Context: an optimization exercise on an open-source flow, tuned for small area, a short achievable clock period and few clock cycles per item. The choices shown serve that exercise and are no tape-out recipe. Function was checked by simulation only, so behaviour that the tests miss may differ from the original.

==> flow/design.v (excerpt) <==
module pu24_alu (
    input  wire        clk,
    input  wire        rst,
    input  wire        in_valid,
    output wire        in_ready,
    input  wire [1:0]  in_op,
    input  wire [31:0] in_a,
    input  wire [31:0] in_b,
    output reg         out_valid,
    output wire [31:0] out_word,
    output wire [3:0]  out_res,
    output reg         out_div0
);
For scale: roughly 230 flip-flops, ~110 I/O pins.
clock: 20.0 ns
lec_check: 0
cap_margin: 20
core_margin: 2
core_utilization: 40
slew_margin: 20
standard.sh (not shown) runs the stock make flow with config.mk's settings and CLKGATE_MAP_FILE= SYNTH_SCRIPT=/design/flow/synth_recipe.tcl, a recipe that flattens the netlist after the stock synthesis.
==> flow/flow/run.sh <==
#!/bin/bash
# Layout: the standard flow (standard.sh: standard synthesis, floorplan,
# placement, CTS, routing, finish) unchanged, except that the resizer's
# repair_timing is asked for a larger setup margin, so that it keeps sizing
# and buffering the critical paths well below the clock period. The SDC and
# every other setting are the standard flow's. make's output goes to flow_make.log here;
# ORFS keeps each step's log under orfs/logs/.
set -euo pipefail
MARGIN=$(cat flow/margin.txt)
bash standard.sh SETUP_SLACK_MARGIN="$MARGIN" finish > flow_make.log 2>&1
==> flow/flow/margin.txt <==
9.5
Testbench counts at the start, summed over its fixed seeds: cycles 14,506, items 4,800.
Edit:
==> flow/run.sh (new file) <==
#!/bin/bash
# synth_recipe.tcl (not shown) runs the flow's synth.tcl, then flattens the netlist and writes it again
# the make line also repeats each setting of config.mk as NAME=value (left out here)
make -C /OpenROAD-flow-scripts/flow DESIGN_CONFIG=/design/flow/config.mk WORK_HOME=/design/flow/orfs CLKGATE_MAP_FILE= SYNTH_SCRIPT=/design/flow/synth_recipe.tcl finish
removed: flow/flow/run.sh
removed: flow/flow/margin.txt
removed: flow/standard.sh
=> The changed run completed without violations; worst setup slack got worse by 1.0 ns; wire length shrinks slightly; count of clock-buffer cells in the layout stays the same; die area stays the same; maximum frequency went down by a little under a tenth; design area is lower slightly; flip-flop and latch count is unchanged; hold slack is about the same.
Edit:
==> flow/flow/run.sh (new file) <==
#!/bin/bash
# Layout: the standard flow (standard.sh: standard synthesis, floorplan,
# placement, CTS, routing, finish) unchanged, except that the resizer's
# repair_timing is asked for a larger setup margin, so that it keeps sizing
# and buffering the critical paths well below the clock period. The SDC and
# every other setting are the standard flow's. make's output goes to flow_make.log here;
# ORFS keeps each step's log under orfs/logs/.
set -euo pipefail
MARGIN=$(cat flow/margin.txt)
bash standard.sh SETUP_SLACK_MARGIN="$MARGIN" finish > flow_make.log 2>&1
==> flow/flow/margin.txt (new file) <==
11
==> flow/standard.sh (new file) <==
#!/bin/bash
# synth_recipe.tcl (not shown) runs the flow's synth.tcl, then flattens the netlist and writes it again
# the make line also repeats each setting of config.mk as NAME=value (left out here)
make -C /OpenROAD-flow-scripts/flow DESIGN_CONFIG=/design/flow/config.mk WORK_HOME=/design/flow/orfs CLKGATE_MAP_FILE= SYNTH_SCRIPT=/design/flow/synth_recipe.tcl "${@:-finish}"
--- a/flow/config.mk
+++ b/flow/config.mk
@@ -10 +10,2 @@
-export CORE_UTILIZATION = 40
+export CORE_UTILIZATION = 60
+export PLACE_DENSITY = 0.72
removed: flow/run.sh
=> Clock-buffer cell count came out higher by 5; non-clock buffer count rose by 110; worst setup slack is better by 1.2 ns.
Edit:
--- a/flow/config.mk
+++ b/flow/config.mk
@@ -10,2 +10 @@
-export CORE_UTILIZATION = 60
-export PLACE_DENSITY = 0.72
+export CORE_UTILIZATION = 40
Hold slack hardly moves.
Fmax hardly moves.
Register-to-register slack is better by 0.13 ns.

* * *

pu24_alu, a different RTL version from the one above (not shown whole).
For scale: ~6300 cells after synthesis, about 230 flip-flops, ~110 I/O pins, ~48000 µm² of cells after synthesis.
export LEC_CHECK = 0
export ABC_AREA = 1
export CAP_MARGIN = 20
export CORE_MARGIN = 2
export CORE_UTILIZATION = 40
export SLEW_MARGIN = 20
create_clock -name core_clock -period 20.0 [get_ports {clk}]
==> flow/flow/run.sh <==
#!/bin/bash
# Layout: the standard flow (standard.sh: standard synthesis, floorplan,
# placement, CTS, routing, finish) unchanged, except that the resizer's
# repair_timing is asked for a larger setup margin, so that it keeps sizing
# and buffering the critical paths well below the clock period. The SDC and
# every other setting are the standard flow's. make's output goes to flow_make.log here;
# ORFS keeps each step's log under orfs/logs/.
set -euo pipefail
MARGIN=$(cat flow/margin.txt)
bash standard.sh SETUP_SLACK_MARGIN="$MARGIN" finish > flow_make.log 2>&1
==> flow/flow/margin.txt <==
9.5
The baseline completed without violations.
Testbench counts at the start, summed over its fixed seeds: cycles 12,156, items 4,800.
Then changed:
==> flow/run.sh (new file) <==
#!/bin/bash
# synth_recipe.tcl (not shown) runs the flow's synth.tcl, then flattens the netlist and writes it again
# the make line also repeats each setting of config.mk as NAME=value (left out here)
make -C /OpenROAD-flow-scripts/flow DESIGN_CONFIG=/design/flow/config.mk WORK_HOME=/design/flow/orfs CLKGATE_MAP_FILE= SYNTH_SCRIPT=/design/flow/synth_recipe.tcl finish
removed: flow/flow/run.sh
removed: flow/flow/margin.txt
removed: flow/standard.sh
Routed wire length decreases by 1.3%.
Count of clock-buffer cells in the layout stays the same.
Non-clock buffer count fell by 72.

==> re-timing with driven ports <==
How much do the figures lean on ideal ports? The routed layouts below were timed once more, with nothing changed but the port constraints.
Step 1 sets driving cells, clkbuf_16 on the clock port and buf_2 on the other inputs (assumed; they add their load-dependent delay and slew).
Step 2 times the ports against the registers' clock, not the clock port: input delays grow and output delays shrink by t, the midpoint of the rising clock arrivals with the driver on.
Slacks: no drivers / after step 1 / after step 2; pairs: no drivers / after step 1.
run | t (ns) | slack for setup (ns) | worst setup path at the end | worst slew at a driven data input, ns
the first run of note 1 | 0.621 | 9.631 / 9.571 / 9.191 | input to register | 0.13
the second run of note 1 | 0.619 | 8.621 / 8.566 / 8.759 | register to register | 0.13
the third run of note 1 | 0.637 | 9.863 / 9.794 / 10.430 | register to output | 0.15
the fourth run of note 1 | 0.661 | 9.835 / 9.764 / 10.425 | register to output | 0.11
the first run of note 2 | 0.607 | 9.754 / 9.694 / 9.228 | input to register | 0.10
the second run of note 2 | 0.601 | 6.776 / 6.776 / 6.776 | register to register | 0.11
After both steps every run listed still meets setup and hold. For the first run of note 2, which loses most, drivers alone change the setup slack by -0.060 ns; drivers and shift together by -0.526 ns.
